Source: an optimization exercise on an open RTL-to-GDS flow (aim: small area and a short achievable clock period). Production flows keep margins and buffers that such runs may drop. In this exercise RTL edits were held to simulation tests only and were not proved equivalent to the original. Power and IR drop assume default switching activity.

--- design/flow/design.v ---
module noc_flit_rx (
    input  wire         clk,
    input  wire         rst,           
    input  wire         in_valid,
    input  wire         in_head,       
    input  wire [255:0] in_flit,
    input  wire [9:0]   in_chk,
    output wire         out_valid,
    output wire         out_head,
    output wire [255:0] out_flit,
    output wire [9:0]   out_chk,
    output wire         out_poison,
    output reg  [31:0]  err_ce,        
    output reg  [31:0]  err_ue         
);
    reg         v_r;           
    reg         h_r;
    reg [255:0] d_r;           
    reg [9:0]   s_r;           
    reg [9:0]   c_r;           
    reg         discarding;    
    reg         ce_inc, ue_inc;
    reg [31:0] sl, sh;
    reg [5:0]  wl, wh;
    integer k;
    always @* begin
        wl = 6'd0;
        wh = 6'd0;
        for (k = 0; k < 32; k = k + 1) begin
            sl[k] = (s_r[4:0] == k);
            sh[k] = (s_r[9:5] == k);
            wl[(k&1)+(k>>1&1)+(k>>2&1)+(k>>3&1)+(k>>4&1)] = wl[(k&1)+(k>>1&1)+(k>>2&1)+(k>>3&1)+(k>>4&1)] | sl[k];
            wh[(k&1)+(k>>1&1)+(k>>2&1)+(k>>3&1)+(k>>4&1)] = wh[(k&1)+(k>>1&1)+(k>>2&1)+(k>>3&1)+(k>>4&1)] | sh[k];
        end
    end
    wire w3 = (wl[0] & wh[3]) | (wl[1] & wh[2]) | (wl[2] & wh[1]) | (wl[3] & wh[0]);
    wire w5 = (wl[0] & wh[5]) | (wl[1] & wh[4]) | (wl[2] & wh[3])
            | (wl[3] & wh[2]) | (wl[4] & wh[1]) | (wl[5] & wh[0]);
    wire le_last = (s_r[9:5] < 5'd17) || (s_r[9:5] == 5'd17 && s_r[4:0] <= 5'd19);
    wire data_corr     = w3 | (w5 & le_last);
    wire chk_corr      = (wl[1] & wh[0]) | (wl[0] & wh[1]);
    wire clean         = wl[0] & wh[0];
    wire correctable   = data_corr | chk_corr;
    wire uncorrectable = !clean & !correctable;
    wire [255:0] flip;
    wire drop = h_r ? uncorrectable : discarding;
    assign out_valid  = v_r && !drop;
    assign out_head   = h_r;
    assign out_flit   = d_r ^ flip;
    assign out_chk    = data_corr ? c_r : (s_r ^ c_r);
    assign out_poison = !h_r && uncorrectable;
    wire [9:0] syn_in;
    wire x1 = in_flit[30] ^ in_flit[45];
    wire x2 = in_flit[50] ^ in_flit[66];
    wire x3 = in_flit[71] ^ in_flit[77];
    wire x4 = in_flit[94] ^ in_flit[99];
    wire x5 = in_flit[105] ^ in_flit[112];
    wire x6 = in_flit[241] ^ in_chk[0];
    wire x7 = x1 ^ x2;
    wire x8 = x3 ^ x4;
    wire x9 = x5 ^ x6;
    wire x10 = x7 ^ x8;
    wire x11 = x9 ^ x10;
    wire x12 = in_flit[31] ^ in_flit[46];
    wire x13 = in_flit[51] ^ in_flit[67];
    wire x14 = in_flit[72] ^ in_flit[78];
    wire x15 = in_flit[95] ^ in_flit[100];
    wire x16 = in_flit[106] ^ in_flit[113];
    wire x17 = in_flit[242] ^ in_chk[1];
    wire x18 = x12 ^ x13;
    wire x19 = x14 ^ x15;
    wire x20 = x16 ^ x17;
    wire x21 = x18 ^ x19;
    wire x22 = x20 ^ x21;
    wire x23 = in_flit[10] ^ in_flit[20];
    wire x24 = in_flit[35] ^ in_flit[56];
    wire x25 = in_flit[84] ^ in_flit[166];
    wire x26 = in_flit[201] ^ in_flit[221];
    wire x27 = in_flit[231] ^ x23;
    wire x28 = x24 ^ x25;
    wire x29 = x26 ^ x27;
    wire x30 = x28 ^ x29;
    wire x31 = in_flit[32] ^ in_flit[47];
    wire x32 = in_flit[52] ^ in_flit[68];
    wire x33 = in_flit[73] ^ in_flit[79];
    wire x34 = in_flit[96] ^ in_flit[101];
    wire x35 = in_flit[107] ^ in_flit[114];
    wire x36 = in_flit[243] ^ in_chk[2];
    wire x37 = x31 ^ x32;
    wire x38 = x33 ^ x34;
    wire x39 = x35 ^ x36;
    wire x40 = x37 ^ x38;
    wire x41 = x39 ^ x40;
    wire x42 = in_flit[11] ^ in_flit[21];
    wire x43 = in_flit[36] ^ in_flit[57];
    wire x44 = in_flit[85] ^ in_flit[167];
    wire x45 = in_flit[202] ^ in_flit[222];
    wire x46 = in_flit[232] ^ x42;
    wire x47 = x43 ^ x44;
    wire x48 = x45 ^ x46;
    wire x49 = x47 ^ x48;
    wire x50 = in_flit[12] ^ in_flit[22];
    wire x51 = in_flit[37] ^ in_flit[58];
    wire x52 = in_flit[86] ^ in_flit[168];
    wire x53 = in_flit[203] ^ in_flit[223];
    wire x54 = in_flit[233] ^ x50;
    wire x55 = x51 ^ x52;
    wire x56 = x53 ^ x54;
    wire x57 = x55 ^ x56;
    wire x58 = in_flit[0] ^ in_flit[131];
    wire x59 = in_flit[146] ^ in_flit[156];
    wire x60 = in_flit[181] ^ in_flit[191];
    wire x61 = in_flit[211] ^ in_flit[251];
    wire x62 = x58 ^ x59;
    wire x63 = x60 ^ x61;
    wire x64 = x62 ^ x63;
    wire x65 = in_flit[33] ^ in_flit[48];
    wire x66 = in_flit[53] ^ in_flit[69];
    wire x67 = in_flit[74] ^ in_flit[80];
    wire x68 = in_flit[97] ^ in_flit[102];
    wire x69 = in_flit[108] ^ in_flit[115];
    wire x70 = in_flit[244] ^ in_chk[3];
    wire x71 = x65 ^ x66;
    wire x72 = x67 ^ x68;
    wire x73 = x69 ^ x70;
    wire x74 = x71 ^ x72;
    wire x75 = x73 ^ x74;
    wire x76 = in_flit[13] ^ in_flit[23];
    wire x77 = in_flit[38] ^ in_flit[59];
    wire x78 = in_flit[87] ^ in_flit[169];
    wire x79 = in_flit[204] ^ in_flit[224];
    wire x80 = in_flit[234] ^ x76;
    wire x81 = x77 ^ x78;
    wire x82 = x79 ^ x80;
    wire x83 = x81 ^ x82;
    wire x84 = in_flit[14] ^ in_flit[24];
    wire x85 = in_flit[39] ^ in_flit[60];
    wire x86 = in_flit[88] ^ in_flit[170];
    wire x87 = in_flit[205] ^ in_flit[225];
    wire x88 = in_flit[235] ^ x84;
    wire x89 = x85 ^ x86;
    wire x90 = x87 ^ x88;
    wire x91 = x89 ^ x90;
    wire x92 = in_flit[1] ^ in_flit[132];
    wire x93 = in_flit[147] ^ in_flit[157];
    wire x94 = in_flit[182] ^ in_flit[192];
    wire x95 = in_flit[212] ^ in_flit[252];
    wire x96 = x92 ^ x93;
    wire x97 = x94 ^ x95;
    wire x98 = x96 ^ x97;
    wire x99 = in_flit[15] ^ in_flit[25];
    wire x100 = in_flit[40] ^ in_flit[61];
    wire x101 = in_flit[89] ^ in_flit[171];
    wire x102 = in_flit[206] ^ in_flit[226];
    wire x103 = in_flit[236] ^ x99;
    wire x104 = x100 ^ x101;
    wire x105 = x102 ^ x103;
    wire x106 = x104 ^ x105;
    wire x107 = in_flit[2] ^ in_flit[133];
    wire x108 = in_flit[148] ^ in_flit[158];
    wire x109 = in_flit[183] ^ in_flit[193];
    wire x110 = in_flit[213] ^ in_flit[253];
    wire x111 = x107 ^ x108;
    wire x112 = x109 ^ x110;
    wire x113 = x111 ^ x112;
    wire x114 = in_flit[3] ^ in_flit[134];
    wire x115 = in_flit[149] ^ in_flit[159];
    wire x116 = in_flit[184] ^ in_flit[194];
    wire x117 = in_flit[214] ^ in_flit[254];
    wire x118 = x114 ^ x115;
    wire x119 = x116 ^ x117;
    wire x120 = x118 ^ x119;
    wire x121 = in_flit[121] ^ in_flit[126];
    wire x122 = in_flit[141] ^ in_flit[176];
    wire x123 = in_flit[246] ^ x121;
    wire x124 = x122 ^ x123;
    wire x125 = in_flit[34] ^ in_flit[49];
    wire x126 = in_flit[54] ^ in_flit[70];
    wire x127 = in_flit[75] ^ in_flit[81];
    wire x128 = in_flit[98] ^ in_flit[103];
    wire x129 = in_flit[109] ^ in_flit[116];
    wire x130 = in_flit[245] ^ in_chk[4];
    wire x131 = x125 ^ x126;
    wire x132 = x127 ^ x128;
    wire x133 = x129 ^ x130;
    wire x134 = x131 ^ x132;
    wire x135 = x133 ^ x134;
    wire x136 = in_flit[16] ^ in_flit[26];
    wire x137 = in_flit[41] ^ in_flit[62];
    wire x138 = in_flit[90] ^ in_flit[172];
    wire x139 = in_flit[207] ^ in_flit[227];
    wire x140 = in_flit[237] ^ x136;
    wire x141 = x137 ^ x138;
    wire x142 = x139 ^ x140;
    wire x143 = x141 ^ x142;
    wire x144 = in_flit[17] ^ in_flit[27];
    wire x145 = in_flit[42] ^ in_flit[63];
    wire x146 = in_flit[91] ^ in_flit[173];
    wire x147 = in_flit[208] ^ in_flit[228];
    wire x148 = in_flit[238] ^ x144;
    wire x149 = x145 ^ x146;
    wire x150 = x147 ^ x148;
    wire x151 = x149 ^ x150;
    wire x152 = in_flit[4] ^ in_flit[135];
    wire x153 = in_flit[150] ^ in_flit[160];
    wire x154 = in_flit[185] ^ in_flit[195];
    wire x155 = in_flit[215] ^ in_flit[255];
    wire x156 = x152 ^ x153;
    wire x157 = x154 ^ x155;
    wire x158 = x156 ^ x157;
    wire x159 = in_flit[18] ^ in_flit[28];
    wire x160 = in_flit[43] ^ in_flit[64];
    wire x161 = in_flit[92] ^ in_flit[174];
    wire x162 = in_flit[209] ^ in_flit[229];
    wire x163 = in_flit[239] ^ x159;
    wire x164 = x160 ^ x161;
    wire x165 = x162 ^ x163;
    wire x166 = x164 ^ x165;
    wire x167 = in_flit[5] ^ in_flit[136];
    wire x168 = in_flit[151] ^ in_flit[161];
    wire x169 = in_flit[186] ^ in_flit[196];
    wire x170 = in_flit[216] ^ x167;
    wire x171 = x168 ^ x169;
    wire x172 = x170 ^ x171;
    wire x173 = in_flit[6] ^ in_flit[137];
    wire x174 = in_flit[152] ^ in_flit[162];
    wire x175 = in_flit[187] ^ in_flit[197];
    wire x176 = in_flit[217] ^ x173;
    wire x177 = x174 ^ x175;
    wire x178 = x176 ^ x177;
    wire x179 = in_flit[122] ^ in_flit[127];
    wire x180 = in_flit[142] ^ in_flit[177];
    wire x181 = in_flit[247] ^ x179;
    wire x182 = x180 ^ x181;
    wire x183 = in_flit[19] ^ in_flit[29];
    wire x184 = in_flit[44] ^ in_flit[65];
    wire x185 = in_flit[93] ^ in_flit[175];
    wire x186 = in_flit[210] ^ in_flit[230];
    wire x187 = in_flit[240] ^ x183;
    wire x188 = x184 ^ x185;
    wire x189 = x186 ^ x187;
    wire x190 = x188 ^ x189;
    wire x191 = in_flit[7] ^ in_flit[138];
    wire x192 = in_flit[153] ^ in_flit[163];
    wire x193 = in_flit[188] ^ in_flit[198];
    wire x194 = in_flit[218] ^ x191;
    wire x195 = x192 ^ x193;
    wire x196 = x194 ^ x195;
    wire x197 = in_flit[8] ^ in_flit[139];
    wire x198 = in_flit[154] ^ in_flit[164];
    wire x199 = in_flit[189] ^ in_flit[199];
    wire x200 = in_flit[219] ^ x197;
    wire x201 = x198 ^ x199;
    wire x202 = x200 ^ x201;
    wire x203 = in_flit[123] ^ in_flit[128];
    wire x204 = in_flit[143] ^ in_flit[178];
    wire x205 = in_flit[248] ^ x203;
    wire x206 = x204 ^ x205;
    wire x207 = in_flit[9] ^ in_flit[140];
    wire x208 = in_flit[155] ^ in_flit[165];
    wire x209 = in_flit[190] ^ in_flit[200];
    wire x210 = in_flit[220] ^ x207;
    wire x211 = x208 ^ x209;
    wire x212 = x210 ^ x211;
    wire x213 = in_flit[124] ^ in_flit[129];
    wire x214 = in_flit[144] ^ in_flit[179];
    wire x215 = in_flit[249] ^ x213;
    wire x216 = x214 ^ x215;
    wire x217 = in_flit[125] ^ in_flit[130];
    wire x218 = in_flit[145] ^ in_flit[180];
    wire x219 = in_flit[250] ^ x217;
    wire x220 = x218 ^ x219;
    wire x221 = x124 ^ in_flit[120];
    wire x222 = x64 ^ x182;
    wire x223 = x98 ^ x206;
    wire x224 = x113 ^ x216;
    wire x225 = x221 ^ x222;
    wire x226 = x120 ^ x220;
    wire x227 = x30 ^ x158;
    wire x228 = x49 ^ x172;
    wire x229 = x83 ^ x196;
    wire x230 = x223 ^ x224;
    wire x231 = x225 ^ x227;
    wire x232 = x229 ^ x230;
    wire x233 = x57 ^ x178;
    wire x234 = x91 ^ x202;
    wire x235 = x226 ^ x233;
    wire x236 = x106 ^ x212;
    wire x237 = x11 ^ x143;
    wire x238 = x228 ^ x237;
    wire x239 = x231 ^ x232;
    wire x240 = x238 ^ x239;
    wire x241 = x22 ^ x151;
    wire x242 = x223 ^ x234;
    wire x243 = x241 ^ x231;
    wire x244 = x235 ^ x242;
    wire x245 = x243 ^ x244;
    wire x246 = x41 ^ x166;
    wire x247 = x224 ^ x225;
    wire x248 = x228 ^ x236;
    wire x249 = x246 ^ x235;
    wire x250 = x247 ^ x248;
    wire x251 = x249 ^ x250;
    wire x252 = x75 ^ x190;
    wire x253 = x221 ^ x226;
    wire x254 = x234 ^ x236;
    wire x255 = x252 ^ x253;
    wire x256 = x232 ^ x254;
    wire x257 = x255 ^ x256;
    wire x258 = in_flit[120] ^ x158;
    wire x259 = x172 ^ x178;
    wire x260 = x182 ^ x196;
    wire x261 = x202 ^ x206;
    wire x262 = x212 ^ x216;
    wire x263 = x220 ^ x135;
    wire x264 = x143 ^ x151;
    wire x265 = x166 ^ x190;
    wire x266 = x258 ^ x259;
    wire x267 = x260 ^ x261;
    wire x268 = x262 ^ x263;
    wire x269 = x264 ^ x265;
    wire x270 = x266 ^ x267;
    wire x271 = x268 ^ x269;
    wire x272 = x270 ^ x271;
    wire x273 = in_flit[10] ^ in_flit[11];
    wire x274 = in_flit[12] ^ in_flit[13];
    wire x275 = in_flit[14] ^ in_flit[15];
    wire x276 = in_flit[16] ^ in_flit[17];
    wire x277 = in_flit[18] ^ in_flit[19];
    wire x278 = in_flit[121] ^ in_flit[122];
    wire x279 = in_flit[123] ^ in_flit[124];
    wire x280 = in_flit[125] ^ in_chk[5];
    wire x281 = x273 ^ x274;
    wire x282 = x275 ^ x276;
    wire x283 = x277 ^ x278;
    wire x284 = x279 ^ x280;
    wire x285 = x281 ^ x282;
    wire x286 = x283 ^ x284;
    wire x287 = x285 ^ x286;
    wire x288 = in_flit[20] ^ in_flit[21];
    wire x289 = in_flit[22] ^ in_flit[23];
    wire x290 = in_flit[24] ^ in_flit[25];
    wire x291 = in_flit[26] ^ in_flit[27];
    wire x292 = in_flit[28] ^ in_flit[29];
    wire x293 = in_flit[126] ^ in_flit[127];
    wire x294 = in_flit[128] ^ in_flit[129];
    wire x295 = in_flit[130] ^ in_chk[6];
    wire x296 = x288 ^ x289;
    wire x297 = x290 ^ x291;
    wire x298 = x292 ^ x293;
    wire x299 = x294 ^ x295;
    wire x300 = x296 ^ x297;
    wire x301 = x298 ^ x299;
    wire x302 = x300 ^ x301;
    wire x303 = in_flit[30] ^ in_flit[31];
    wire x304 = in_flit[32] ^ in_flit[33];
    wire x305 = in_flit[34] ^ in_flit[131];
    wire x306 = in_flit[132] ^ in_flit[133];
    wire x307 = in_flit[134] ^ in_flit[135];
    wire x308 = in_flit[136] ^ in_flit[137];
    wire x309 = in_flit[138] ^ in_flit[139];
    wire x310 = in_flit[140] ^ x303;
    wire x311 = x304 ^ x305;
    wire x312 = x306 ^ x307;
    wire x313 = x308 ^ x309;
    wire x314 = x310 ^ x311;
    wire x315 = x312 ^ x313;
    wire x316 = x314 ^ x315;
    wire x317 = in_flit[35] ^ in_flit[36];
    wire x318 = in_flit[37] ^ in_flit[38];
    wire x319 = in_flit[39] ^ in_flit[40];
    wire x320 = in_flit[41] ^ in_flit[42];
    wire x321 = in_flit[43] ^ in_flit[44];
    wire x322 = in_flit[141] ^ in_flit[142];
    wire x323 = in_flit[143] ^ in_flit[144];
    wire x324 = in_flit[145] ^ in_chk[7];
    wire x325 = x317 ^ x318;
    wire x326 = x319 ^ x320;
    wire x327 = x321 ^ x322;
    wire x328 = x323 ^ x324;
    wire x329 = x325 ^ x326;
    wire x330 = x327 ^ x328;
    wire x331 = x329 ^ x330;
    wire x332 = in_flit[45] ^ in_flit[46];
    wire x333 = in_flit[47] ^ in_flit[48];
    wire x334 = in_flit[49] ^ in_flit[146];
    wire x335 = in_flit[147] ^ in_flit[148];
    wire x336 = in_flit[149] ^ in_flit[150];
    wire x337 = in_flit[151] ^ in_flit[152];
    wire x338 = in_flit[153] ^ in_flit[154];
    wire x339 = in_flit[155] ^ x332;
    wire x340 = x333 ^ x334;
    wire x341 = x335 ^ x336;
    wire x342 = x337 ^ x338;
    wire x343 = x339 ^ x340;
    wire x344 = x341 ^ x342;
    wire x345 = x343 ^ x344;
    wire x346 = in_flit[50] ^ in_flit[51];
    wire x347 = in_flit[52] ^ in_flit[53];
    wire x348 = in_flit[54] ^ in_flit[156];
    wire x349 = in_flit[157] ^ in_flit[158];
    wire x350 = in_flit[159] ^ in_flit[160];
    wire x351 = in_flit[161] ^ in_flit[162];
    wire x352 = in_flit[163] ^ in_flit[164];
    wire x353 = in_flit[165] ^ x346;
    wire x354 = x347 ^ x348;
    wire x355 = x349 ^ x350;
    wire x356 = x351 ^ x352;
    wire x357 = x353 ^ x354;
    wire x358 = x355 ^ x356;
    wire x359 = x357 ^ x358;
    wire x360 = in_flit[55] ^ in_flit[166];
    wire x361 = in_flit[167] ^ in_flit[168];
    wire x362 = in_flit[169] ^ in_flit[170];
    wire x363 = in_flit[171] ^ in_flit[172];
    wire x364 = in_flit[173] ^ in_flit[174];
    wire x365 = in_flit[175] ^ x360;
    wire x366 = x361 ^ x362;
    wire x367 = x363 ^ x364;
    wire x368 = x365 ^ x366;
    wire x369 = x367 ^ x368;
    wire x370 = in_flit[56] ^ in_flit[57];
    wire x371 = in_flit[58] ^ in_flit[59];
    wire x372 = in_flit[60] ^ in_flit[61];
    wire x373 = in_flit[62] ^ in_flit[63];
    wire x374 = in_flit[64] ^ in_flit[65];
    wire x375 = in_flit[176] ^ in_flit[177];
    wire x376 = in_flit[178] ^ in_flit[179];
    wire x377 = in_flit[180] ^ in_chk[8];
    wire x378 = x370 ^ x371;
    wire x379 = x372 ^ x373;
    wire x380 = x374 ^ x375;
    wire x381 = x376 ^ x377;
    wire x382 = x378 ^ x379;
    wire x383 = x380 ^ x381;
    wire x384 = x382 ^ x383;
    wire x385 = in_flit[66] ^ in_flit[67];
    wire x386 = in_flit[68] ^ in_flit[69];
    wire x387 = in_flit[70] ^ in_flit[181];
    wire x388 = in_flit[182] ^ in_flit[183];
    wire x389 = in_flit[184] ^ in_flit[185];
    wire x390 = in_flit[186] ^ in_flit[187];
    wire x391 = in_flit[188] ^ in_flit[189];
    wire x392 = in_flit[190] ^ x385;
    wire x393 = x386 ^ x387;
    wire x394 = x388 ^ x389;
    wire x395 = x390 ^ x391;
    wire x396 = x392 ^ x393;
    wire x397 = x394 ^ x395;
    wire x398 = x396 ^ x397;
    wire x399 = in_flit[71] ^ in_flit[72];
    wire x400 = in_flit[73] ^ in_flit[74];
    wire x401 = in_flit[75] ^ in_flit[191];
    wire x402 = in_flit[192] ^ in_flit[193];
    wire x403 = in_flit[194] ^ in_flit[195];
    wire x404 = in_flit[196] ^ in_flit[197];
    wire x405 = in_flit[198] ^ in_flit[199];
    wire x406 = in_flit[200] ^ x399;
    wire x407 = x400 ^ x401;
    wire x408 = x402 ^ x403;
    wire x409 = x404 ^ x405;
    wire x410 = x406 ^ x407;
    wire x411 = x408 ^ x409;
    wire x412 = x410 ^ x411;
    wire x413 = in_flit[76] ^ in_flit[201];
    wire x414 = in_flit[202] ^ in_flit[203];
    wire x415 = in_flit[204] ^ in_flit[205];
    wire x416 = in_flit[206] ^ in_flit[207];
    wire x417 = in_flit[208] ^ in_flit[209];
    wire x418 = in_flit[210] ^ x413;
    wire x419 = x414 ^ x415;
    wire x420 = x416 ^ x417;
    wire x421 = x418 ^ x419;
    wire x422 = x420 ^ x421;
    wire x423 = in_flit[77] ^ in_flit[78];
    wire x424 = in_flit[79] ^ in_flit[80];
    wire x425 = in_flit[81] ^ in_flit[211];
    wire x426 = in_flit[212] ^ in_flit[213];
    wire x427 = in_flit[214] ^ in_flit[215];
    wire x428 = in_flit[216] ^ in_flit[217];
    wire x429 = in_flit[218] ^ in_flit[219];
    wire x430 = in_flit[220] ^ x423;
    wire x431 = x424 ^ x425;
    wire x432 = x426 ^ x427;
    wire x433 = x428 ^ x429;
    wire x434 = x430 ^ x431;
    wire x435 = x432 ^ x433;
    wire x436 = x434 ^ x435;
    wire x437 = in_flit[82] ^ in_flit[221];
    wire x438 = in_flit[222] ^ in_flit[223];
    wire x439 = in_flit[224] ^ in_flit[225];
    wire x440 = in_flit[226] ^ in_flit[227];
    wire x441 = in_flit[228] ^ in_flit[229];
    wire x442 = in_flit[230] ^ x437;
    wire x443 = x438 ^ x439;
    wire x444 = x440 ^ x441;
    wire x445 = x442 ^ x443;
    wire x446 = x444 ^ x445;
    wire x447 = in_flit[83] ^ in_flit[231];
    wire x448 = in_flit[232] ^ in_flit[233];
    wire x449 = in_flit[234] ^ in_flit[235];
    wire x450 = in_flit[236] ^ in_flit[237];
    wire x451 = in_flit[238] ^ in_flit[239];
    wire x452 = in_flit[240] ^ x447;
    wire x453 = x448 ^ x449;
    wire x454 = x450 ^ x451;
    wire x455 = x452 ^ x453;
    wire x456 = x454 ^ x455;
    wire x457 = in_flit[241] ^ in_flit[242];
    wire x458 = in_flit[243] ^ in_flit[244];
    wire x459 = in_flit[245] ^ x457;
    wire x460 = x458 ^ x459;
    wire x461 = in_flit[84] ^ in_flit[85];
    wire x462 = in_flit[86] ^ in_flit[87];
    wire x463 = in_flit[88] ^ in_flit[89];
    wire x464 = in_flit[90] ^ in_flit[91];
    wire x465 = in_flit[92] ^ in_flit[93];
    wire x466 = in_flit[246] ^ in_flit[247];
    wire x467 = in_flit[248] ^ in_flit[249];
    wire x468 = in_flit[250] ^ in_chk[9];
    wire x469 = x461 ^ x462;
    wire x470 = x463 ^ x464;
    wire x471 = x465 ^ x466;
    wire x472 = x467 ^ x468;
    wire x473 = x469 ^ x470;
    wire x474 = x471 ^ x472;
    wire x475 = x473 ^ x474;
    wire x476 = in_flit[94] ^ in_flit[95];
    wire x477 = in_flit[96] ^ in_flit[97];
    wire x478 = in_flit[98] ^ in_flit[251];
    wire x479 = in_flit[252] ^ in_flit[253];
    wire x480 = in_flit[254] ^ in_flit[255];
    wire x481 = x476 ^ x477;
    wire x482 = x478 ^ x479;
    wire x483 = x480 ^ x481;
    wire x484 = x482 ^ x483;
    wire x485 = in_flit[99] ^ in_flit[100];
    wire x486 = in_flit[101] ^ in_flit[102];
    wire x487 = in_flit[103] ^ x485;
    wire x488 = x486 ^ x487;
    wire x489 = in_flit[105] ^ in_flit[106];
    wire x490 = in_flit[107] ^ in_flit[108];
    wire x491 = in_flit[109] ^ x489;
    wire x492 = x490 ^ x491;
    wire x493 = in_flit[112] ^ in_flit[113];
    wire x494 = in_flit[114] ^ in_flit[115];
    wire x495 = in_flit[116] ^ x493;
    wire x496 = x494 ^ x495;
    wire x497 = x369 ^ x460;
    wire x498 = x316 ^ x422;
    wire x499 = x345 ^ x446;
    wire x500 = x398 ^ in_flit[117];
    wire x501 = x484 ^ in_flit[104];
    wire x502 = in_flit[110] ^ x497;
    wire x503 = x499 ^ x502;
    wire x504 = x359 ^ x456;
    wire x505 = x412 ^ in_flit[118];
    wire x506 = x488 ^ in_flit[111];
    wire x507 = x436 ^ in_flit[119];
    wire x508 = x287 ^ x498;
    wire x509 = x500 ^ x501;
    wire x510 = x508 ^ x509;
    wire x511 = x503 ^ x510;
    wire x512 = in_flit[104] ^ x302;
    wire x513 = x506 ^ x504;
    wire x514 = x505 ^ x497;
    wire x515 = x498 ^ x512;
    wire x516 = x513 ^ x514;
    wire x517 = x515 ^ x516;
    wire x518 = in_flit[111] ^ x492;
    wire x519 = x331 ^ x518;
    wire x520 = x504 ^ x507;
    wire x521 = x519 ^ x520;
    wire x522 = x503 ^ x521;
    wire x523 = x460 ^ x496;
    wire x524 = x384 ^ x422;
    wire x525 = x446 ^ x456;
    wire x526 = x523 ^ x505;
    wire x527 = x507 ^ x500;
    wire x528 = x524 ^ x525;
    wire x529 = x526 ^ x527;
    wire x530 = x528 ^ x529;
    wire x531 = in_flit[110] ^ in_flit[117];
    wire x532 = in_flit[118] ^ in_flit[119];
    wire x533 = x531 ^ x532;
    wire x534 = x533 ^ x492;
    wire x535 = x496 ^ x506;
    wire x536 = x475 ^ x534;
    wire x537 = x501 ^ x535;
    wire x538 = x536 ^ x537;
    assign syn_in[0] = x240;
    assign syn_in[1] = x245;
    assign syn_in[2] = x251;
    assign syn_in[3] = x257;
    assign syn_in[4] = x272;
    assign syn_in[5] = x511;
    assign syn_in[6] = x517;
    assign syn_in[7] = x522;
    assign syn_in[8] = x530;
    assign syn_in[9] = x538;
    assign flip[0] = sl[7] & sh[0];
    assign flip[1] = sl[11] & sh[0];
    assign flip[2] = sl[13] & sh[0];
    assign flip[3] = sl[14] & sh[0];
    assign flip[4] = sl[19] & sh[0];
    assign flip[5] = sl[21] & sh[0];
    assign flip[6] = sl[22] & sh[0];
    assign flip[7] = sl[25] & sh[0];
    assign flip[8] = sl[26] & sh[0];
    assign flip[9] = sl[28] & sh[0];
    assign flip[10] = sl[3] & sh[1];
    assign flip[11] = sl[5] & sh[1];
    assign flip[12] = sl[6] & sh[1];
    assign flip[13] = sl[9] & sh[1];
    assign flip[14] = sl[10] & sh[1];
    assign flip[15] = sl[12] & sh[1];
    assign flip[16] = sl[17] & sh[1];
    assign flip[17] = sl[18] & sh[1];
    assign flip[18] = sl[20] & sh[1];
    assign flip[19] = sl[24] & sh[1];
    assign flip[20] = sl[3] & sh[2];
    assign flip[21] = sl[5] & sh[2];
    assign flip[22] = sl[6] & sh[2];
    assign flip[23] = sl[9] & sh[2];
    assign flip[24] = sl[10] & sh[2];
    assign flip[25] = sl[12] & sh[2];
    assign flip[26] = sl[17] & sh[2];
    assign flip[27] = sl[18] & sh[2];
    assign flip[28] = sl[20] & sh[2];
    assign flip[29] = sl[24] & sh[2];
    assign flip[30] = sl[1] & sh[3];
    assign flip[31] = sl[2] & sh[3];
    assign flip[32] = sl[4] & sh[3];
    assign flip[33] = sl[8] & sh[3];
    assign flip[34] = sl[16] & sh[3];
    assign flip[35] = sl[3] & sh[4];
    assign flip[36] = sl[5] & sh[4];
    assign flip[37] = sl[6] & sh[4];
    assign flip[38] = sl[9] & sh[4];
    assign flip[39] = sl[10] & sh[4];
    assign flip[40] = sl[12] & sh[4];
    assign flip[41] = sl[17] & sh[4];
    assign flip[42] = sl[18] & sh[4];
    assign flip[43] = sl[20] & sh[4];
    assign flip[44] = sl[24] & sh[4];
    assign flip[45] = sl[1] & sh[5];
    assign flip[46] = sl[2] & sh[5];
    assign flip[47] = sl[4] & sh[5];
    assign flip[48] = sl[8] & sh[5];
    assign flip[49] = sl[16] & sh[5];
    assign flip[50] = sl[1] & sh[6];
    assign flip[51] = sl[2] & sh[6];
    assign flip[52] = sl[4] & sh[6];
    assign flip[53] = sl[8] & sh[6];
    assign flip[54] = sl[16] & sh[6];
    assign flip[55] = sl[0] & sh[7];
    assign flip[56] = sl[3] & sh[8];
    assign flip[57] = sl[5] & sh[8];
    assign flip[58] = sl[6] & sh[8];
    assign flip[59] = sl[9] & sh[8];
    assign flip[60] = sl[10] & sh[8];
    assign flip[61] = sl[12] & sh[8];
    assign flip[62] = sl[17] & sh[8];
    assign flip[63] = sl[18] & sh[8];
    assign flip[64] = sl[20] & sh[8];
    assign flip[65] = sl[24] & sh[8];
    assign flip[66] = sl[1] & sh[9];
    assign flip[67] = sl[2] & sh[9];
    assign flip[68] = sl[4] & sh[9];
    assign flip[69] = sl[8] & sh[9];
    assign flip[70] = sl[16] & sh[9];
    assign flip[71] = sl[1] & sh[10];
    assign flip[72] = sl[2] & sh[10];
    assign flip[73] = sl[4] & sh[10];
    assign flip[74] = sl[8] & sh[10];
    assign flip[75] = sl[16] & sh[10];
    assign flip[76] = sl[0] & sh[11];
    assign flip[77] = sl[1] & sh[12];
    assign flip[78] = sl[2] & sh[12];
    assign flip[79] = sl[4] & sh[12];
    assign flip[80] = sl[8] & sh[12];
    assign flip[81] = sl[16] & sh[12];
    assign flip[82] = sl[0] & sh[13];
    assign flip[83] = sl[0] & sh[14];
    assign flip[84] = sl[3] & sh[16];
    assign flip[85] = sl[5] & sh[16];
    assign flip[86] = sl[6] & sh[16];
    assign flip[87] = sl[9] & sh[16];
    assign flip[88] = sl[10] & sh[16];
    assign flip[89] = sl[12] & sh[16];
    assign flip[90] = sl[17] & sh[16];
    assign flip[91] = sl[18] & sh[16];
    assign flip[92] = sl[20] & sh[16];
    assign flip[93] = sl[24] & sh[16];
    assign flip[94] = sl[1] & sh[17];
    assign flip[95] = sl[2] & sh[17];
    assign flip[96] = sl[4] & sh[17];
    assign flip[97] = sl[8] & sh[17];
    assign flip[98] = sl[16] & sh[17];
    assign flip[99] = sl[1] & sh[18];
    assign flip[100] = sl[2] & sh[18];
    assign flip[101] = sl[4] & sh[18];
    assign flip[102] = sl[8] & sh[18];
    assign flip[103] = sl[16] & sh[18];
    assign flip[104] = sl[0] & sh[19];
    assign flip[105] = sl[1] & sh[20];
    assign flip[106] = sl[2] & sh[20];
    assign flip[107] = sl[4] & sh[20];
    assign flip[108] = sl[8] & sh[20];
    assign flip[109] = sl[16] & sh[20];
    assign flip[110] = sl[0] & sh[21];
    assign flip[111] = sl[0] & sh[22];
    assign flip[112] = sl[1] & sh[24];
    assign flip[113] = sl[2] & sh[24];
    assign flip[114] = sl[4] & sh[24];
    assign flip[115] = sl[8] & sh[24];
    assign flip[116] = sl[16] & sh[24];
    assign flip[117] = sl[0] & sh[25];
    assign flip[118] = sl[0] & sh[26];
    assign flip[119] = sl[0] & sh[28];
    assign flip[120] = sl[31] & sh[0];
    assign flip[121] = sl[15] & sh[1];
    assign flip[122] = sl[23] & sh[1];
    assign flip[123] = sl[27] & sh[1];
    assign flip[124] = sl[29] & sh[1];
    assign flip[125] = sl[30] & sh[1];
    assign flip[126] = sl[15] & sh[2];
    assign flip[127] = sl[23] & sh[2];
    assign flip[128] = sl[27] & sh[2];
    assign flip[129] = sl[29] & sh[2];
    assign flip[130] = sl[30] & sh[2];
    assign flip[131] = sl[7] & sh[3];
    assign flip[132] = sl[11] & sh[3];
    assign flip[133] = sl[13] & sh[3];
    assign flip[134] = sl[14] & sh[3];
    assign flip[135] = sl[19] & sh[3];
    assign flip[136] = sl[21] & sh[3];
    assign flip[137] = sl[22] & sh[3];
    assign flip[138] = sl[25] & sh[3];
    assign flip[139] = sl[26] & sh[3];
    assign flip[140] = sl[28] & sh[3];
    assign flip[141] = sl[15] & sh[4];
    assign flip[142] = sl[23] & sh[4];
    assign flip[143] = sl[27] & sh[4];
    assign flip[144] = sl[29] & sh[4];
    assign flip[145] = sl[30] & sh[4];
    assign flip[146] = sl[7] & sh[5];
    assign flip[147] = sl[11] & sh[5];
    assign flip[148] = sl[13] & sh[5];
    assign flip[149] = sl[14] & sh[5];
    assign flip[150] = sl[19] & sh[5];
    assign flip[151] = sl[21] & sh[5];
    assign flip[152] = sl[22] & sh[5];
    assign flip[153] = sl[25] & sh[5];
    assign flip[154] = sl[26] & sh[5];
    assign flip[155] = sl[28] & sh[5];
    assign flip[156] = sl[7] & sh[6];
    assign flip[157] = sl[11] & sh[6];
    assign flip[158] = sl[13] & sh[6];
    assign flip[159] = sl[14] & sh[6];
    assign flip[160] = sl[19] & sh[6];
    assign flip[161] = sl[21] & sh[6];
    assign flip[162] = sl[22] & sh[6];
    assign flip[163] = sl[25] & sh[6];
    assign flip[164] = sl[26] & sh[6];
    assign flip[165] = sl[28] & sh[6];
    assign flip[166] = sl[3] & sh[7];
    assign flip[167] = sl[5] & sh[7];
    assign flip[168] = sl[6] & sh[7];
    assign flip[169] = sl[9] & sh[7];
    assign flip[170] = sl[10] & sh[7];
    assign flip[171] = sl[12] & sh[7];
    assign flip[172] = sl[17] & sh[7];
    assign flip[173] = sl[18] & sh[7];
    assign flip[174] = sl[20] & sh[7];
    assign flip[175] = sl[24] & sh[7];
    assign flip[176] = sl[15] & sh[8];
    assign flip[177] = sl[23] & sh[8];
    assign flip[178] = sl[27] & sh[8];
    assign flip[179] = sl[29] & sh[8];
    assign flip[180] = sl[30] & sh[8];
    assign flip[181] = sl[7] & sh[9];
    assign flip[182] = sl[11] & sh[9];
    assign flip[183] = sl[13] & sh[9];
    assign flip[184] = sl[14] & sh[9];
    assign flip[185] = sl[19] & sh[9];
    assign flip[186] = sl[21] & sh[9];
    assign flip[187] = sl[22] & sh[9];
    assign flip[188] = sl[25] & sh[9];
    assign flip[189] = sl[26] & sh[9];
    assign flip[190] = sl[28] & sh[9];
    assign flip[191] = sl[7] & sh[10];
    assign flip[192] = sl[11] & sh[10];
    assign flip[193] = sl[13] & sh[10];
    assign flip[194] = sl[14] & sh[10];
    assign flip[195] = sl[19] & sh[10];
    assign flip[196] = sl[21] & sh[10];
    assign flip[197] = sl[22] & sh[10];
    assign flip[198] = sl[25] & sh[10];
    assign flip[199] = sl[26] & sh[10];
    assign flip[200] = sl[28] & sh[10];
    assign flip[201] = sl[3] & sh[11];
    assign flip[202] = sl[5] & sh[11];
    assign flip[203] = sl[6] & sh[11];
    assign flip[204] = sl[9] & sh[11];
    assign flip[205] = sl[10] & sh[11];
    assign flip[206] = sl[12] & sh[11];
    assign flip[207] = sl[17] & sh[11];
    assign flip[208] = sl[18] & sh[11];
    assign flip[209] = sl[20] & sh[11];
    assign flip[210] = sl[24] & sh[11];
    assign flip[211] = sl[7] & sh[12];
    assign flip[212] = sl[11] & sh[12];
    assign flip[213] = sl[13] & sh[12];
    assign flip[214] = sl[14] & sh[12];
    assign flip[215] = sl[19] & sh[12];
    assign flip[216] = sl[21] & sh[12];
    assign flip[217] = sl[22] & sh[12];
    assign flip[218] = sl[25] & sh[12];
    assign flip[219] = sl[26] & sh[12];
    assign flip[220] = sl[28] & sh[12];
    assign flip[221] = sl[3] & sh[13];
    assign flip[222] = sl[5] & sh[13];
    assign flip[223] = sl[6] & sh[13];
    assign flip[224] = sl[9] & sh[13];
    assign flip[225] = sl[10] & sh[13];
    assign flip[226] = sl[12] & sh[13];
    assign flip[227] = sl[17] & sh[13];
    assign flip[228] = sl[18] & sh[13];
    assign flip[229] = sl[20] & sh[13];
    assign flip[230] = sl[24] & sh[13];
    assign flip[231] = sl[3] & sh[14];
    assign flip[232] = sl[5] & sh[14];
    assign flip[233] = sl[6] & sh[14];
    assign flip[234] = sl[9] & sh[14];
    assign flip[235] = sl[10] & sh[14];
    assign flip[236] = sl[12] & sh[14];
    assign flip[237] = sl[17] & sh[14];
    assign flip[238] = sl[18] & sh[14];
    assign flip[239] = sl[20] & sh[14];
    assign flip[240] = sl[24] & sh[14];
    assign flip[241] = sl[1] & sh[15];
    assign flip[242] = sl[2] & sh[15];
    assign flip[243] = sl[4] & sh[15];
    assign flip[244] = sl[8] & sh[15];
    assign flip[245] = sl[16] & sh[15];
    assign flip[246] = sl[15] & sh[16];
    assign flip[247] = sl[23] & sh[16];
    assign flip[248] = sl[27] & sh[16];
    assign flip[249] = sl[29] & sh[16];
    assign flip[250] = sl[30] & sh[16];
    assign flip[251] = sl[7] & sh[17];
    assign flip[252] = sl[11] & sh[17];
    assign flip[253] = sl[13] & sh[17];
    assign flip[254] = sl[14] & sh[17];
    assign flip[255] = sl[19] & sh[17];
    always @(posedge clk) begin
        if (rst) begin
            v_r        <= 1'b0;
            discarding <= 1'b0;
            ce_inc     <= 1'b0;
            ue_inc     <= 1'b0;
            err_ce     <= 32'd0;
            err_ue     <= 32'd0;
        end else begin
            v_r <= in_valid;
            if (v_r && h_r)
                discarding <= uncorrectable;
            ce_inc <= v_r && !drop && correctable;
            ue_inc <= v_r && h_r && uncorrectable;
            err_ce <= err_ce + ce_inc;
            err_ue <= err_ue + ue_inc;
        end
    end
    always @(posedge clk) begin
        h_r <= in_head;
        d_r <= in_flit;
        s_r <= syn_in;
        c_r <= in_chk;
    end
endmodule
--- design/flow/config.mk ---
export PLATFORM = sky130hd
export DESIGN_NAME = noc_flit_rx
export DESIGN_NICKNAME = noc_flit_rx
export VERILOG_FILES = /design/flow/design.v
export SDC_FILE = /design/flow/constraint.sdc
export NUM_CORES = 4
export LEC_CHECK = 0
export ABC_CLOCK_PERIOD_IN_PS = 7000
export CAP_MARGIN = 20
export CORE_MARGIN = 2
export CORE_UTILIZATION = 30
export SETUP_SLACK_MARGIN = 0.2
export SLEW_MARGIN = 20
--- design/flow/flow/run.sh ---
#!/bin/bash
# Standard layout, except that the port buffers are the smallest buffer cell
# (buf_1) instead of the one buffer_ports picks by default.
set -euo pipefail
bash standard.sh BUFFER_PORTS_ARGS="-buffer_cell sky130_fd_sc_hd__buf_1" finish > standard.log 2>&1
--- design/flow/standard.sh ---
#!/bin/bash
# synth_recipe.tcl (not shown) runs the flow's synth.tcl, then flattens the netlist and writes it again
# the make line also repeats each setting of config.mk as NAME=value (left out here)
make -C /OpenROAD-flow-scripts/flow DESIGN_CONFIG=/design/flow/config.mk WORK_HOME=/design/flow/orfs CLKGATE_MAP_FILE= SYNTH_SCRIPT=/design/flow/synth_recipe.tcl "${@:-finish}"
--- design/flow/constraint.sdc ---
create_clock -name core_clock -period 9.0 [get_ports {clk}]
set_input_delay 1.8000 -clock core_clock [delete_from_list [all_inputs] [get_ports {clk}]]
set_output_delay 1.8000 -clock core_clock [all_outputs]
set_load 0.01 [all_outputs]
==> results.txt, run 1 <==
Max Root-Sink Buffers=3; clock latency on the worst-skew pair=0.57 ns; Clock power frac=0.288; switch share=0.376; Worst VDD drop=171 uV; Hold Slack=0.501 ns; Layout fillers=6,007; min cycle time layout=5.61 ns; placed cell areas=0.0207 sq mm; initial antenna violation count=0; post-layout util=0.383; fmax=0.178 GHz; Resize count post-CTS=0; worst hold path class=reg -> reg; Reg2Reg Setup Slack=5.89 ns; GR Overflow Total=0; Post-synth top flop=dfxtp_1; FF-to-FF End=ce_inc$_SDFF_PP0_; Post-DP HPWL=58,700 um; CTS tree=yes; Cell Pwr Density=277 mW/mm^2; outcome=complete, no violations; cells on worst reg2reg path=8; wirelength, routed=72,000 um; crit-path cells=or3_1 > nor2_1 > buf_4 > or3_4 > a222oi_1 > a21boi_2 > nand3_2 > o311a_1 > buf_1; I/O pins=603; Crit. Startpoint=s_r[6]$_DFF_P_; sequential fraction of the synthesis area=0.395; class of the most critical setup path=reg -> out; Starting Density=0.303; Synthesized Nets=2,108; via/cell ratio=4.50; setup violators final=0; CTS hold repair buffers=0; Reg clk slew, reported paths=0.06 ns; Syn Std Cell Area=0.0175 sq mm; post-synth cell types=55; largest net degree at the start of global routing=69; fin nets=2,720; crit end category=output pin; vias in the first global route=14,400; Layout Area Growth over Synthesis=26.2%; critical path required time=7.20 ns; element type at the critical path start=flip-flop; Die Ht=246 um; first-pass GRT wire length=99,900 um; CTS sink cnt=345; RSZ-0062 raised after global routing=false; Logic pwr share=0.422; slowest stage delay, CP=0.82 ns; antenna cells=0; layout cells sized above 1=0.0424; P_int=3.82 mW; Sw Pwr=2.30 mW; slowest CP cell=dfxtp_1; Hold Path Cell Cnt=2; setup TNS=0 ns; Slew Viols, Final=0; EDFF count, synth=0; worst setup margin=3.39 ns; Rows=88; clock root buffer=clkbuf_16; final worst path period share=0.623; Sequential Power Share=0.290; Syn. warnings=1; syn avg cell area=9.54 sq um; router iterations before antenna repair=5; Design Area, Final=0.0221 sq mm; Port Buffers=602; DR WL/cell=22.2 um; Post-Syn Instances=1,834; Post-Place Worst Slack=3.98 ns; CP max FO=22; Clock Skews=0.0232 ns; #FFs+latches synth=345; CTS Buf Count=43; RR Startpoint=s_r[6]$_DFF_P_; DR iter-0 viols=900; Final Hold Fails=0; Die W=246 um; static leakage=7.43 nW; Async S/R FF share, synth=0; Worst Setup EP=out_valid; max-cap violation count=0; die outline area=0.0603 sq mm; H-tree Lvls=2; GP Congestion=0.868; total track usage=0.233; Final ANT Viol Nets=0; core area=0.0577 sq mm; Worst-Margin Slew=1.07 ns; Vias=14,600; worst relative slew slack=0.287; WP data arrival=3.81 ns; Post-CTS Setup Bufs=0; DRC viols=0
[power by group through the flow]
stage	Sequential, mW	Combinational, mW	Clock, mW
4_1_cts	1.77	2.61	1.81
3_3_place_gp	1.80	2.59	0
6_report	1.78	2.58	1.77
3_5_place_dp	1.81	2.60	0
2_1_floorplan	1.72	1.85	0
5_1_grt	1.79	2.76	1.87
[cell usage after synthesis (all sizes together), types with 4 or more instances]
library cell  count  area [sq um]
xnor2           697          6130
nor2            109           409
and4              7          61.3
and3             14          87.6
or2               4          25.0
nand3b            4          30.0
xnor3            15           340
nor2b             8          50.1
buf              15          80.1
nand4            11          68.8
clkbuf           38           143
nand3            29           150
inv               7          26.3
nand2           274          1030
nor3             32           160
or3              15          98.8
xor2            131          1150
o21ai            17          85.1
ha                4          50.1
and2              4          25.0
dfxtp           345          6910
a21oi            17          85.1
nand2b            8          50.1
[metal layers]
metal  vias to the layer above  share of wire  track usage
met5                         -              0            0
met4                         0          0.037       0.0914
met3                       118          0.071       0.0525
met2                       624           0.47        0.390
met1                      6842           0.42        0.288
li1                       6977              -            -
[critical path, delay by kind of cell (launching register included)]
kind | cells | cell delay (ns)
flops | 1 | 0.82
compound gates | 3 | 1.13
buf+inv | 2 | 0.34
simple gates | 4 | 0.97
[kinds of logic (layout without fill, tap and decap cells)]
logic type,count (synthesis),count (layout),synth area share
flops,345,345,0.395
xor+xnor,843,843,0.435
fa+ha+maj,4,4,0.00286
buf+inv,60,700,0.0142
simple gates,529,529,0.133
compound gates,53,53,0.0200
[worst min-delay path by stage]
| stage | slack, ns | startpoint | to |
|---|---|---|---|
| final | 0.50 | err_ce[28]$_SDFF_PP0_ | err_ce[28]$_SDFF_PP0_ |
| after CTS | 0.50 | err_ce[26]$_SDFF_PP0_ | err_ce[26]$_SDFF_PP0_ |
| after global routing | 0.53 | err_ue[10]$_SDFF_PP0_ | err_ue[10]$_SDFF_PP0_ |
| after floorplan | 0.45 | discarding$_SDFFE_PP0P_ | discarding$_SDFFE_PP0P_ |
| after global placement | 0.49 | err_ue[26]$_SDFF_PP0_ | err_ue[26]$_SDFF_PP0_ |
| after detailed placement | 0.49 | err_ce[26]$_SDFF_PP0_ | err_ce[26]$_SDFF_PP0_ |
[stage by stage]
step           instances  total power [mW]
3_5_place_dp        3166              4.40
4_1_cts             3239              6.19
3_3_place_gp        3166              4.39
6_report            3239              6.13
2_1_floorplan       1834              3.57
5_1_grt             3239              6.42
[state kept, by name, indices dropped and copies added, names as in the netlist, 10 cells and up]
register  flops
s_r          10
err_ce       32
c_r          10
d_r         256
err_ue       32
[cell usage in the layout, fill, tap and decap left out, drive strengths merged, types with 4 or more instances in the layout]
cell | Yosys | final
dfxtp | 345 | 345
xor2 | 131 | 131
ha | 4 | 4
nor2 | 109 | 109
buf | 15 | 619
clkbuf | 38 | 57
xnor2 | 697 | 697
inv | 7 | 9
nor2b | 8 | 8
o21ai | 17 | 17
and4 | 7 | 7
a21oi | 17 | 17
nand3b | 4 | 4
or2 | 4 | 4
nor3 | 32 | 32
nand4 | 11 | 11
clkinv | 0 | 9
nand3 | 29 | 29
nand2b | 8 | 8
and2 | 4 | 4
or3 | 15 | 15
nand2 | 274 | 274
xnor3 | 15 | 15
bufinv | 0 | 4
and3 | 14 | 14
[cell type report]
class | instances | area (sq um) | share of cell area
repair buffers | 620 | 2400 | 0.109
clock buffers | 56 | 1210 | 0.0546
clock inverters | 17 | 216 | 0.00980
inverters | 7 | 26.3 | 0.00119
multi-input cells | 1429 | 10400 | 0.470
well taps | 765 | 957 | 0.0433
flip-flops and latches | 345 | 6910 | 0.313
==> run 2, diff against run 1 <==
--- a/design/flow/design.v
+++ b/design/flow/design.v
@@ -15,2 +15,3 @@
 );
+    wire [9:0]  syn_in;        
     reg         v_r;           
@@ -20,10 +21,29 @@
     reg [9:0]   c_r;           
+    reg [5:0]   wl_r;          
+    reg         wh0_r, wh1_r;  
+    reg [5:0]   dc_r;          
     reg         discarding;    
     reg         ce_inc, ue_inc;
-    reg [31:0] sl, sh;
-    reg [5:0]  wl, wh;
+    reg [5:0] wl_in, wh_in;
     integer k;
     always @* begin
-        wl = 6'd0;
-        wh = 6'd0;
+        wl_in = 6'd0;
+        wh_in = 6'd0;
+        for (k = 0; k < 32; k = k + 1) begin
+            wl_in[(k&1)+(k>>1&1)+(k>>2&1)+(k>>3&1)+(k>>4&1)] =
+                wl_in[(k&1)+(k>>1&1)+(k>>2&1)+(k>>3&1)+(k>>4&1)] | (syn_in[4:0] == k);
+            wh_in[(k&1)+(k>>1&1)+(k>>2&1)+(k>>3&1)+(k>>4&1)] =
+                wh_in[(k&1)+(k>>1&1)+(k>>2&1)+(k>>3&1)+(k>>4&1)] | (syn_in[9:5] == k);
+        end
+    end
+    wire le_last = (syn_in[9:5] < 5'd17) || (syn_in[9:5] == 5'd17 && syn_in[4:0] <= 5'd19);
+    wire [5:0] dc_in;
+    assign dc_in[0] = wh_in[3] | (wh_in[5] & le_last);
+    assign dc_in[1] = wh_in[2] | (wh_in[4] & le_last);
+    assign dc_in[2] = wh_in[1] | (wh_in[3] & le_last);
+    assign dc_in[3] = wh_in[0] | (wh_in[2] & le_last);
+    assign dc_in[4] = wh_in[1] & le_last;
+    assign dc_in[5] = wh_in[0] & le_last;
+    reg [31:0] sl, sh;
+    always @* begin
         for (k = 0; k < 32; k = k + 1) begin
@@ -31,13 +51,7 @@
             sh[k] = (s_r[9:5] == k);
-            wl[(k&1)+(k>>1&1)+(k>>2&1)+(k>>3&1)+(k>>4&1)] = wl[(k&1)+(k>>1&1)+(k>>2&1)+(k>>3&1)+(k>>4&1)] | sl[k];
-            wh[(k&1)+(k>>1&1)+(k>>2&1)+(k>>3&1)+(k>>4&1)] = wh[(k&1)+(k>>1&1)+(k>>2&1)+(k>>3&1)+(k>>4&1)] | sh[k];
         end
     end
-    wire w3 = (wl[0] & wh[3]) | (wl[1] & wh[2]) | (wl[2] & wh[1]) | (wl[3] & wh[0]);
-    wire w5 = (wl[0] & wh[5]) | (wl[1] & wh[4]) | (wl[2] & wh[3])
-            | (wl[3] & wh[2]) | (wl[4] & wh[1]) | (wl[5] & wh[0]);
-    wire le_last = (s_r[9:5] < 5'd17) || (s_r[9:5] == 5'd17 && s_r[4:0] <= 5'd19);
-    wire data_corr     = w3 | (w5 & le_last);
-    wire chk_corr      = (wl[1] & wh[0]) | (wl[0] & wh[1]);
-    wire clean         = wl[0] & wh[0];
+    wire data_corr     = |(wl_r & dc_r);
+    wire chk_corr      = (wl_r[1] & wh0_r) | (wl_r[0] & wh1_r);
+    wire clean         = wl_r[0] & wh0_r;
     wire correctable   = data_corr | chk_corr;
@@ -51,3 +65,2 @@
     assign out_poison = !h_r && uncorrectable;
-    wire [9:0] syn_in;
     wire x1 = in_flit[30] ^ in_flit[45];
@@ -878,2 +891,6 @@
         s_r <= syn_in;
+        wl_r <= wl_in;
+        wh0_r <= wh_in[0];
+        wh1_r <= wh_in[1];
+        dc_r <= dc_in;
         c_r <= in_chk;
==> design/flow/flow/run.sh (replaced) <==
#!/bin/bash
# The standard layout (standard.sh), with two changes:
#  - the port buffers are the smallest buffer cell (buf_1) instead of the
#    slow clkdlybuf4s50_1 that buffer_ports picks by default;
#  - the 3-input XOR cells are added to the don't-use list, so the syndrome
#    tree maps to 2-input XORs, which are faster here.
set -euo pipefail
DU="$(make -s -C "$FLOW_HOME" DESIGN_CONFIG="$PWD/config.mk" WORK_HOME="$PWD/orfs" print-DONT_USE_CELLS 2> print.log | sed -n 's/^DONT_USE_CELLS: //p')"
echo "platform don't-use list: $DU" > run.log
for c in xor3_1 xor3_2 xor3_4 xnor3_1 xnor3_2 xnor3_4; do DU="$DU sky130_fd_sc_hd__$c"; done
bash standard.sh DONT_USE_CELLS="$DU" BUFFER_PORTS_ARGS="-buffer_cell sky130_fd_sc_hd__buf_1" finish > standard.log 2>&1
==> run 2 against run 1 <==
Still clean on timing, DRC and antenna. Clock skew is 0.0065 ns higher. Critical path depth is 4 higher. Hold slack worse by 0.0032 ns. Area after synthesis is 2.3% higher. Final cell count is 2.8% higher. First-iteration DRC count is 23% lower. Combinational power is 94% higher. Power is 40% higher. Clock power is 3% lower. Synthesized cell count is 4.0% higher. Critical path type is now in -> reg. Largest cell class unchanged.
==> results.txt, run 2 <==
outcome=complete, no violations (unchanged); Final ANT Viol Nets=0 (unchanged); final worst path period share=0.568 (was 0.623); max-cap violation count=0 (unchanged); Layout fillers=6,115 (was 6,007); Synthesized Nets=2,181 (was 2,108); Hold Path Cell Cnt=2 (unchanged); Crit. Startpoint=in_flit[189] (was s_r[6]$_DFF_P_); CP max FO=13 (was 22); Clock Skews=0.0297 ns (was 0.0232 ns); commonest non-fill, non-tap cell in the layout=xnor2_1 (unchanged); biggest regs=d_r (256), err_ce (32), err_ue (32) (unchanged); FF-to-FF End=err_ce[31]$_SDFF_PP0_ (was ce_inc$_SDFF_PP0_); worst hold path class=reg -> reg (unchanged); Sw Pwr=3.87 mW (was 2.30 mW); critical path required time=9.47 ns (was 7.20 ns); P_int=4.72 mW (was 3.82 mW); Post-synth top flop=dfxtp_1 (unchanged); min cycle time layout=5.11 ns (was 5.61 ns); total track usage=0.223 (was 0.233); Synth top cells by count=xnor2_1, dfxtp_1, nand2_1 (unchanged); Rows=89 (was 88); Async S/R FF share, synth=0 (unchanged); Hold EP=ue_inc$_SDFF_PP0_ (was err_ce[28]$_SDFF_PP0_); most frequent cells in the layout=xnor2_1, buf_1, dfxtp_1 (unchanged); Vias=14,800 (was 14,600); worst hold start=v_r$_SDFF_PP0_ (was err_ce[28]$_SDFF_PP0_); layout cells sized above 1=0.0481 (was 0.0424); switch share=0.450 (was 0.376); RR Startpoint=err_ce[3]$_SDFF_PP0_ (was s_r[6]$_DFF_P_); worst relative slew slack=0.190 (was 0.287); CTS Buf Count=42 (was 43); vias in the first global route=14,400 (about the same); Post-Place Worst Slack=3.36 ns (was 3.98 ns); largest register by flop count=d_r (unchanged); via/cell ratio=4.45 (was 4.50); Max Root-Sink Buffers=3 (unchanged); GP Congestion=0.910 (was 0.868); sequential fraction of the synthesis area=0.401 (was 0.395); fin nets=2,801 (was 2,720); clock latency on the worst-skew pair=0.59 ns (was 0.57 ns); leading area contributor after synthesis=dfxtp_1 (unchanged); WP data arrival=5.58 ns (was 3.81 ns); CTS sink cnt=359 (was 345); Synth area leaders=dfxtp_1, xnor2_1, nand2_1, xor2_1, nor2_1 (was dfxtp_1, xnor2_1, xor2_1, nand2_1, nor2_1); Port Buffers=602 (unchanged); GR Overflow Total=0 (unchanged); DR WL/cell=21.6 um (was 22.2 um); Post-DP HPWL=58,900 um (was 58,700 um); Slew Viols, Final=0 (unchanged); post-synth top area share=0.401 (was 0.395); initial antenna violation count=4 (was 0); EDFF count, synth=0 (unchanged); Worst-Margin Slew=1.21 ns (was 1.07 ns); Reg clk slew, reported paths=0.06 ns (about the same); core area=0.0590 sq mm (was 0.0577 sq mm); cells on worst reg2reg path=8 (unchanged); largest net degree at the start of global routing=69 (unchanged); post-layout util=0.381 (was 0.383); post-synth cell types=52 (was 55); CTS hold repair buffers=0 (unchanged); clock root buffer=clkbuf_16 (unchanged); Starting Density=0.304 (was 0.303); Syn Std Cell Area=0.0179 sq mm (was 0.0175 sq mm); Sequential Power Share=0.217 (was 0.290); syn avg cell area=9.39 sq um (was 9.54 sq um); setup violators final=0 (unchanged); Layout Area Growth over Synthesis=25.5% (was 26.2%); register area=0.00719 sq mm (was 0.00691 sq mm); Die W=248 um (was 246 um); static leakage=7.44 nW (was 7.43 nW); top-count cell post-synth=xnor2_1 (unchanged); Syn. warnings=1 (unchanged); wirelength, routed=72,100 um (was 72,000 um); Clock power frac=0.200 (was 0.288); Total Power=8.60 mW (was 6.13 mW); Cell Pwr Density=382 mW/mm^2 (was 277 mW/mm^2); die outline area=0.0617 sq mm (was 0.0603 sq mm); first-pass GRT wire length=98,000 um (was 99,900 um); max reg flops=256 (unchanged); Resize count post-CTS=0 (unchanged); fmax=0.196 GHz (was 0.178 GHz); #FFs+latches synth=359 (was 345); Post-CTS Setup Bufs=0 (unchanged); DRC viols=0 (unchanged); element type at the critical path start=input port (was flip-flop); RSZ-0062 raised after global routing=false (unchanged); worst setup margin=3.89 ns (was 3.39 ns); multi-input logic area=0.0105 sq mm (was 0.0104 sq mm); Reg2Reg Setup Slack=6.27 ns (was 5.89 ns); Logic pwr share=0.583 (was 0.422); crit end category=flip-flop (was output pin); class of the most critical setup path=in -> reg (was reg -> out); DR iter-0 viols=691 (was 900); CTS tree=yes (unchanged); Post-Syn Instances=1,907 (was 1,834); setup TNS=0 ns (unchanged); router iterations before antenna repair=5 (unchanged); I/O pins=603 (unchanged); H-tree Lvls=2 (unchanged); Final Hold Fails=0 (unchanged); Die Ht=248 um (was 246 um); Worst VDD drop=435 uV (was 171 uV)
-- run 2: per-layer routing --
metal | vias up | track usage | part of all wire | wire length (um)
met5 | - | 0 | 0.00018 | 13
met1 | 6876 | 0.268 | 0.39 | 28300
met4 | 2 | 0.0956 | 0.041 | 2940
met3 | 131 | 0.0498 | 0.075 | 5370
met2 | 626 | 0.383 | 0.49 | 35400
li1 | 7172 | - | - | -
-- run 2: power groups by stage --
stage / clock [mW] / combinational (mW) / sequential (mW)
6_report: 1.72 / 5.01 / 1.87
5_1_grt: 1.82 / 5.44 / 1.88
4_1_cts: 1.76 / 4.97 / 1.86
3_5_place_dp: 0 / 4.94 / 1.90
3_3_place_gp: 0 / 4.97 / 1.90
2_1_floorplan: 0 / 3.95 / 1.85
-- run 2: kinds of logic (layout without fill, tap and decap cells) --
| group | after synthesis | count (layout) | share of synthesized area |
|---|---|---|---|
| and+or+nand+nor | 555 | 555 | 0.133 |
| xor gates and xnor gates | 853 | 853 | 0.423 |
| DFF | 359 | 359 | 0.401 |
| muxes | 5 | 5 | 0.00328 |
| adders and majority gates | 4 | 4 | 0.00279 |
| AOI/OAI and AO/OA | 64 | 64 | 0.0220 |
| buffers and inverters | 67 | 715 | 0.0152 |
| other | 0 | 1 | 0 |
-- run 2: worst max-delay path by stage --
stage	endpoint	slack, ns	cells past startpoint
after global placement	wl_r[2]$_DFF_P_	3.30	13
after detailed placement	wl_r[2]$_DFF_P_	3.36	13
after floorplan	dc_r[2]$_DFF_P_	4.84	13
final	wl_r[2]$_DFF_P_	3.89	13
after CTS	out_flit[75]	3.85	5
after global routing	wl_r[2]$_DFF_P_	3.67	13
-- run 2: worst max-delay path: stages --
cell,delay (ns)
buf_1,0.28
xor2_1,0.21
xnor2_1,0.14
xnor2_1,0.63
xnor2_1,0.19
xnor2_1,0.40
xnor2_1,0.20
xnor2_1,0.11
xnor2_1,0.75
xor2_1,0.23
o21ai_1,0.25
nor2_1,0.07
a311o_1,0.32
-- run 2: layout make-up --
type,count,share of cell area
flip-flops and latches,359,0.320
clock inverters,14,0.00751
diodes,1,0.000111
clock buffers,58,0.0535
inverters,20,0.00334
well taps,773,0.0430
repair buffers,623,0.108
multi-input cells,1481,0.465
-- run 2: stage by stage --
step	area [sq um]	cells	hold slack, ns
finish	22500	3329	0.498
global route	22500	3329	0.528
CTS	22500	3327	0.495
detailed placement	21100	3255	0.483
global placement	21100	3255	0.477
floorplan	17900	1907	0.455
==> run 3, diff against run 2 <==
--- a/design/flow/config.mk
+++ b/design/flow/config.mk
@@ -11,3 +11,3 @@
 export CORE_UTILIZATION = 30
-export SETUP_SLACK_MARGIN = 0.2
+export SETUP_SLACK_MARGIN = 4.5
 export SLEW_MARGIN = 20
==> run 3 against run 2 <==
Largest cell class unchanged. Cell area is 1.8% higher. Critical path depth did not move. Count of clock-buffer cells in the layout is the same. Sequential share of layout area shrank 0.55 points. Via count rose by 0.70%. Global-route usage hardly changed. Hold slack got worse by 0.0011 ns. Highest routed layer unchanged. Critical endpoint unchanged.
==> results.txt, run 3 <==
outcome=complete, no violations (unchanged); syn avg cell area=9.39 sq um (unchanged); element type at the critical path start=input port (unchanged); Post-Syn Instances=1,907 (unchanged); Post-synth top flop=dfxtp_1 (unchanged); layout cells sized above 1=0.0683 (was 0.0481); sequential fraction of the synthesis area=0.401 (unchanged); CTS sink cnt=359 (unchanged); via/cell ratio=4.47 (was 4.45); wirelength, routed=72,300 um (was 72,100 um); Reg2Reg Setup Slack=6.27 ns (about the same); Syn Std Cell Area=0.0179 sq mm (unchanged); FF-to-FF End=err_ce[31]$_SDFF_PP0_ (unchanged); Worst VDD drop=446 uV (was 435 uV); die outline area=0.0617 sq mm (unchanged); final worst path period share=0.500 (was 0.568); Total Power=8.84 mW (was 8.60 mW); EDFF count, synth=0 (unchanged); Vias=14,900 (was 14,800); Rows=89 (unchanged); Port Buffers=602 (unchanged); post-synth cell types=52 (unchanged); leading area contributor after synthesis=dfxtp_1 (unchanged); largest net degree at the start of global routing=69 (unchanged); Synth area leaders=dfxtp_1, xnor2_1, nand2_1, xor2_1, nor2_1 (unchanged); fin nets=2,807 (was 2,801); Layout Area Growth over Synthesis=27.8% (was 25.5%); CTS Buf Count=42 (unchanged); max reg flops=256 (unchanged); worst hold path class=reg -> reg (unchanged); Final ANT Viol Nets=0 (unchanged); router iterations before antenna repair=5 (unchanged); GP Congestion=0.910 (unchanged); Post-DP HPWL=58,900 um (unchanged); Starting Density=0.304 (unchanged); Reg clk slew, reported paths=0.05 ns (was 0.06 ns); CTS hold repair buffers=0 (unchanged); Worst-Margin Slew=0.792 ns (was 1.21 ns); #FFs+latches synth=359 (unchanged); RR Startpoint=err_ce[3]$_SDFF_PP0_ (unchanged); DRC viols=0 (unchanged); class of the most critical setup path=in -> reg (unchanged); most used routing layer=met2 (unchanged); fmax=0.222 GHz (was 0.196 GHz); Synth top cells by count=xnor2_1, dfxtp_1, nand2_1 (unchanged); static leakage=7.58 nW (was 7.44 nW); worst relative slew slack=0.472 (was 0.190); critical path required time=9.47 ns (about the same); Syn. warnings=1 (unchanged); DR iter-0 viols=743 (was 691); cells on worst reg2reg path=8 (unchanged); Final Hold Fails=0 (unchanged); max-cap violation count=0 (unchanged); min cycle time layout=4.50 ns (was 5.11 ns); initial antenna violation count=4 (unchanged); post-synth top area share=0.401 (unchanged); M1 GR Usage=0.267 (was 0.268); GR Overflow Total=0 (unchanged); WP data arrival=4.97 ns (was 5.58 ns); I/O pins=603 (unchanged); CP max FO=13 (unchanged); H-tree Lvls=2 (unchanged); Slew Viols, Final=0 (unchanged); Layout fillers=6,067 (was 6,115); Die Ht=248 um (unchanged); worst hold start=discarding$_SDFFE_PP0P_ (was v_r$_SDFF_PP0_); Max Root-Sink Buffers=3 (unchanged); clock latency on the worst-skew pair=0.59 ns (about the same); Synthesized Nets=2,181 (unchanged); vias in the first global route=14,500 (was 14,400); top-count cell post-synth=xnor2_1 (unchanged); met3 usage=0.0479 (was 0.0498); commonest non-fill, non-tap cell in the layout=xnor2_1 (unchanged); largest register by flop count=d_r (unchanged); Die W=248 um (unchanged); biggest regs=d_r (256), err_ce (32), err_ue (32) (unchanged); crit end category=flip-flop (unchanged); setup violators final=0 (unchanged); setup TNS=0 ns (unchanged); RSZ-0062 raised after global routing=true (was false); Async S/R FF share, synth=0 (unchanged); Clock Skews=0.0323 ns (was 0.0297 ns); clock root buffer=clkbuf_16 (unchanged); Hold EP=discarding$_SDFFE_PP0P_ (was ue_inc$_SDFF_PP0_); met2 Track Usage GR=0.384 (was 0.383); core area=0.0590 sq mm (unchanged); CTS tree=yes (unchanged); Cell Pwr Density=386 mW/mm^2 (was 382 mW/mm^2); total track usage=0.224 (was 0.223); DR WL/cell=21.7 um (was 21.6 um); Hold Path Cell Cnt=2 (unchanged); Hold Slack=0.497 ns (was 0.498 ns); most frequent cells in the layout=xnor2_1, buf_1, dfxtp_1 (unchanged); first-pass GRT wire length=98,300 um (was 98,000 um)
## run 3: cell count changes in the layout (fill, tap and decap cells not counted), sizes merged
cell   change
buf        +6
diode      +1
## run 3: final cells by class
cell class	instances	area (sq um)	area share
inverters	20	75.1	0.00328
multi-input cells	1481	10800	0.471
clock inverters	14	169	0.00738
well taps	773	967	0.0422
clock buffers	58	1200	0.0525
diodes	2	5.00	0.000219
repair buffers	629	2500	0.109
flip-flops and latches	359	7190	0.314
## run 3: repair_timing
action	4_1_cts	5_1_grt
pin swaps	2	3
gates resized for setup	40	32
buffers inserted	4	3
hold endpoints to repair	0	0
cloned	0	0
endpoints found under the setup margin	161	109
## run 3: power breakdown
part | switching [mW] | total [mW] | internal [mW]
clock | 0.726 | 1.72 | 0.996
sequential | 0.0936 | 1.87 | 1.78
combinational | 3.17 | 5.25 | 2.08
total | 3.99 | 8.84 | 4.86
## run 3: cell families (layout without fill, tap and decap cells)
family,Yosys count,count (layout),synth area share
and+or+nand+nor,555,555,0.133
adders and majority gates,4,4,0.00279
muxes,5,5,0.00328
DFF,359,359,0.401
buffers and inverters,67,721,0.0152
other,0,2,0
xor gates and xnor gates,853,853,0.423
AOI/OAI and AO/OA,64,64,0.0220
## run 3: stage by stage
| stage | instances | instance area, sq um | util | worst slack, ns |
|---|---|---|---|---|
| 3_3_place_gp | 3255 | 21100 | 0.357 | 3.30 |
| 4_1_cts | 3331 | 22700 | 0.384 | 4.46 |
| 6_report | 3336 | 22900 | 0.388 | 4.50 |
| 5_1_grt | 3335 | 22900 | 0.388 | 4.32 |
| 2_1_floorplan | 1907 | 17900 | - | 4.84 |
| 3_5_place_dp | 3255 | 21100 | 0.357 | 3.36 |
## run 3: worst max path at each step
| stage | from | end | slack [ns] | cells past startpoint |
|---|---|---|---|---|
| after CTS | s_r[0]$_DFF_P_ | out_flit[3] | 4.46 | 5 |
| after global placement | in_flit[189] | wl_r[2]$_DFF_P_ | 3.30 | 13 |
| after detailed placement | in_flit[189] | wl_r[2]$_DFF_P_ | 3.36 | 13 |
| after floorplan | in_flit[202] | dc_r[2]$_DFF_P_ | 4.84 | 13 |
| after global routing | in_flit[124] | wl_r[2]$_DFF_P_ | 4.32 | 13 |
| final | in_flit[189] | wl_r[2]$_DFF_P_ | 4.50 | 13 |
## run 3: layer usage
| metal | vias up | wire length, um |
|---|---|---|
| met3 | 130 | 5190 |
| li1 | 7193 | - |
| met1 | 6978 | 28500 |
| met5 | - | 13 |
| met2 | 608 | 35600 |
| met4 | 2 | 2990 |
## run 3: worst max-delay path, cell delays in order
cell and delay (ns):
buf_1 0.27, xor2_1 0.21, xnor2_1 0.16, xnor2_2 0.43
xnor2_1 0.16, xnor2_1 0.38, xnor2_1 0.15, xnor2_1 0.38
xnor2_4 0.24, xor2_1 0.19, o21ai_1 0.22, nor2_1 0.06
a311o_1 0.32

Check on run 3: ideal ports give 4.503 ns setup slack; a clkbuf_16 on the clock port and buf_2 on the inputs give 4.525 ns; moving port delays by the midpoint clock arrival (0.620 ns) as well gives 3.905 ns.
